From an optimization exercise on the open Yosys and OpenROAD flow, aimed at small area, a short achievable clock period and few clock cycles per item; shortcuts taken in it are not production practice.
In this exercise RTL edits were held to simulation tests only and were not proved equivalent to the original.

## gcm_core
module gcm_core (
    input  wire         clk,
    input  wire         rst,
    output wire         ready,
    input  wire         start,
    input  wire [1:0]   mode,       
    input  wire [255:0] key,
    input  wire [95:0]  iv,
    input  wire [127:0] aad,        
    input  wire [9:0]   nwords,     
    input  wire         in_valid,
    output wire         in_ready,
    input  wire [63:0]  in_data,
    output reg          out_valid,
    output reg  [63:0]  out_data
);
Size: roughly 24000 cells after synthesis, ~2500 flip-flops, roughly 200000 um^2 of cells after synthesis.
export LEC_CHECK = 0
export CAP_MARGIN = 20
export CORE_MARGIN = 2
export CORE_UTILIZATION = 40
export SLEW_MARGIN = 20
create_clock -name core_clock -period 8.0 [get_ports {clk}]
run.sh (not shown) runs the stock make flow with config.mk's settings and CLKGATE_MAP_FILE= SYNTH_SCRIPT=/design/flow/synth_recipe.tcl, a recipe that flattens the netlist after the stock synthesis.
The first run completed with no timing, DRC or antenna violations.
Testbench counts at the start, summed over its fixed seeds: cycles 179,116, bytes 161,976.
==> next run, changes <==
--- a/flow/design.v
+++ b/flow/design.v
@@ -364,33 +364,33 @@
     reg [4:0]   count;    
     function [127:0] mul_alpha(input [127:0] v);
         mul_alpha = {1'b0, v[127:1]} ^ (v[0] ? {8'he1, 120'h0} : 128'h0);
     endfunction
     reg [127:0] z_next;
     integer k;
     always @(*) begin
         z_next = z;
-        for (k = 0; k < 16; k = k + 1)
+        for (k = 0; k < 8; k = k + 1)
             z_next = mul_alpha(z_next) ^ (xs[k] ? hr : 128'h0);
     end
     always @(posedge clk) begin
         if (rst) begin
             count <= 5'd0;
             done  <= 1'b0;
         end else begin
             done <= 1'b0;
             if (start) begin
                 z     <= 128'h0;
                 xs    <= x;
                 hr    <= h;
-                count <= 5'd8;
+                count <= 5'd16;
             end else if (count != 5'd0) begin
                 z     <= z_next;
-                xs    <= {16'h0, xs[127:16]};
+                xs    <= {8'h0, xs[127:8]};
                 count <= count - 5'd1;
                 if (count == 5'd1)
                     done <= 1'b1;
             end
         end
     end
 endmodule
 module gcm_core (
@@ -430,18 +430,16 @@
     reg [9:0]   words_in;     
     reg [31:0]  ctr;          
     reg [127:0] hkey;         
     reg [127:0] ej0;          
     reg [127:0] ks;           
     reg [127:0] acc;          
     reg [127:0] blk;          
     reg         waiting;      
-    reg         ks_pre;       
-    reg         ks_ok;        
     reg          aes_start;
     reg  [127:0] aes_in;
     wire         aes_done;
     wire [127:0] aes_out;
     aes256_core u_aes (
         .clk(clk), .rst(rst), .start(aes_start), .key(key_r),
         .block_in(aes_in), .done(aes_done), .block_out(aes_out)
     );
@@ -465,21 +463,17 @@
                            : {64'd128, payload_bits};
     always @(posedge clk) begin
         if (rst) begin
             st        <= S_IDLE;
             waiting   <= 1'b0;
             aes_start <= 1'b0;
             gh_start  <= 1'b0;
             out_valid <= 1'b0;
-            ks_pre    <= 1'b0;
-            ks_ok     <= 1'b0;
         end else begin
-            if (ks_pre && aes_done)
-                ks_ok <= 1'b1;
             aes_start <= 1'b0;
             gh_start  <= 1'b0;
             out_valid <= 1'b0;
             case (st)
                 S_IDLE: begin
                     if (start) begin
                         mode_r    <= mode;
                         key_r     <= key;
@@ -522,39 +516,27 @@
                         waiting <= 1'b0;
                         st      <= S_KS;
                     end
                 end
                 S_KS: begin
                     if (mode_r == MODE_GMAC) begin
                         ks <= 128'h0;
                         st <= S_RD0;
-                    end else if (ks_pre) begin
-                        if (ks_ok) begin
-                            ks     <= aes_out;
-                            ks_pre <= 1'b0;
-                            ks_ok  <= 1'b0;
-                            st     <= S_RD0;
-                        end
                     end else if (!waiting) begin
                         aes_in    <= {iv_r, ctr};
                         aes_start <= 1'b1;
                         waiting   <= 1'b1;
                     end else if (aes_done) begin
                         ks      <= aes_out;
                         waiting <= 1'b0;
                         st      <= S_RD0;
                     end
                 end
                 S_RD0: begin
-                    if (take && mode_r != MODE_GMAC && words_in + 10'd2 < nw_r) begin
-                        aes_in    <= {iv_r, ctr + 32'd1};
-                        aes_start <= 1'b1;
-                        ks_pre    <= 1'b1;
-                    end
                     if (take) begin
                         out_valid      <= 1'b1;
                         out_data       <= out_word;
                         blk[127:64]    <= (mode_r == MODE_GMAC) ? in_data : out_word;
                         blk[63:0]      <= 64'h0;
                         words_in       <= words_in + 10'd1;
                         st             <= last_in ? S_GH_BLK : S_RD1;
                     end
Utilization is about the same.
Cell count shrinks by 11%.
Design area drops by 9.5%.
Maximum frequency grows by 5.8%.
Worst setup slack improves by 0.36 ns.
Flip-flop and latch count decreases by 2.
Wire length is lower by 17%.
Via count is lower by 11%.
Testbench counts after the change, summed over its fixed seeds: cycles 315,602, bytes 161,976.

---

Setup of lane 1:
Another version of the RTL of gcm_core (not shown whole).
For scale: roughly 630 I/O pins, about 200000 µm² of cells after synthesis.
==> module ghash_mul, before the edit <==
module ghash_mul (
    input  wire         clk,
    input  wire         rst,
    input  wire         start,
    input  wire [127:0] x,
    input  wire [127:0] h,
    output reg          done,
    output reg  [127:0] z
);
    reg [127:0] xs;       
    reg [127:0] hr;
    reg [4:0]   count;    
    function [127:0] mul_alpha(input [127:0] v);
        mul_alpha = {1'b0, v[127:1]} ^ (v[0] ? {8'he1, 120'h0} : 128'h0);
    endfunction
    reg [127:0] z_next;
    integer k;
    always @(*) begin
        z_next = z;
        for (k = 0; k < 16; k = k + 1)
            z_next = mul_alpha(z_next) ^ (xs[k] ? hr : 128'h0);
    end
    always @(posedge clk) begin
        if (rst) begin
            count <= 5'd0;
            done  <= 1'b0;
        end else begin
            done <= 1'b0;
            if (start) begin
                z     <= 128'h0;
                xs    <= x;
                hr    <= h;
                count <= 5'd8;
            end else if (count != 5'd0) begin
                z     <= z_next;
                xs    <= {16'h0, xs[127:16]};
                count <= count - 5'd1;
                if (count == 5'd1)
                    done <= 1'b1;
            end
        end
    end
endmodule
clock: 8.0 ns
lec_check: 0
cap_margin: 20
core_margin: 2
core_utilization: 40
slew_margin: 20
Testbench counts of lane 1, summed over its fixed seeds: cycles 194,800, bytes 161,976.
diff inputs: lane 1 => lane 2
-- flow/design.v --
<<< lane 1, line 370
    always @(*) begin
        z_next = z;
        for (k = 0; k < 16; k = k + 1)
            z_next = mul_alpha(z_next) ^ (xs[k] ? hr : 128'h0);
    end
>>> lane 2, line 370
    always @(*) begin
        z_next = z;
        for (k = 0; k < 8; k = k + 1)
            z_next = mul_alpha(z_next) ^ (xs[k] ? hr : 128'h0);
    end
<<< lane 1, line 383
                xs    <= x;
                hr    <= h;
                count <= 5'd8;
            end else if (count != 5'd0) begin
                z     <= z_next;
                xs    <= {16'h0, xs[127:16]};
                count <= count - 5'd1;
                if (count == 5'd1)
>>> lane 2, line 383
                xs    <= x;
                hr    <= h;
                count <= 5'd16;
            end else if (count != 5'd0) begin
                z     <= z_next;
                xs    <= {8'h0, xs[127:8]};
                count <= count - 5'd1;
                if (count == 5'd1)
Notes after the runs:
The lower via count of the routed design of lane 1 and lane 2 is in lane 2. Combined global-route utilization of all metal layers: lane 2 > lane 1. Max area of combinational cells with multiple inputs across lane 1 and lane 2: lane 1. Lower final area among lane 1 and lane 2: lane 2.
Testbench counts of lane 2, summed over its fixed seeds: cycles 225,474, bytes 161,976.

what the ideal ports hide:
How much do the figures lean on ideal ports? The routed layouts below were timed once more, with nothing changed but the port constraints.
Step 1 assumes that a clkbuf_16 drives the clock port and a buf_2 every other input.
Step 2 moves the port delays by t, midway between the first and last clock arrival at a register: inputs arrive t later, outputs are due t later. That takes back most of the time a late clock gives input paths.
a / b / c = no drivers / after step 1 / after step 2; a / b = the first two.
| run | t, ns | setup WS [ns] | clock arrival spread, ns | worst slew at a driven data input, ns | cell pins on the clock port's net |
|---|---|---|---|---|---|
| the first run of note 1 | 1.131 | 1.435 / 1.435 / 0.803 | 0.110 / 0.110 | 0.23 | 1 |
| the second run of note 1 | 1.122 | 1.798 / 1.798 / 1.139 | 0.073 / 0.072 | 0.38 | 1 |
| lane 1 | 1.135 | 1.260 / 1.260 / 0.719 | 0.136 / 0.135 | 0.19 | 1 |
| lane 2 | 1.125 | 1.585 / 1.585 / 0.930 | 0.133 / 0.133 | 0.24 | 1 |
After both steps every run listed still meets setup and hold. The setup slack of the second run of note 1, which loses most, moves by 0.000 ns with the drivers and by -0.659 ns with both steps.
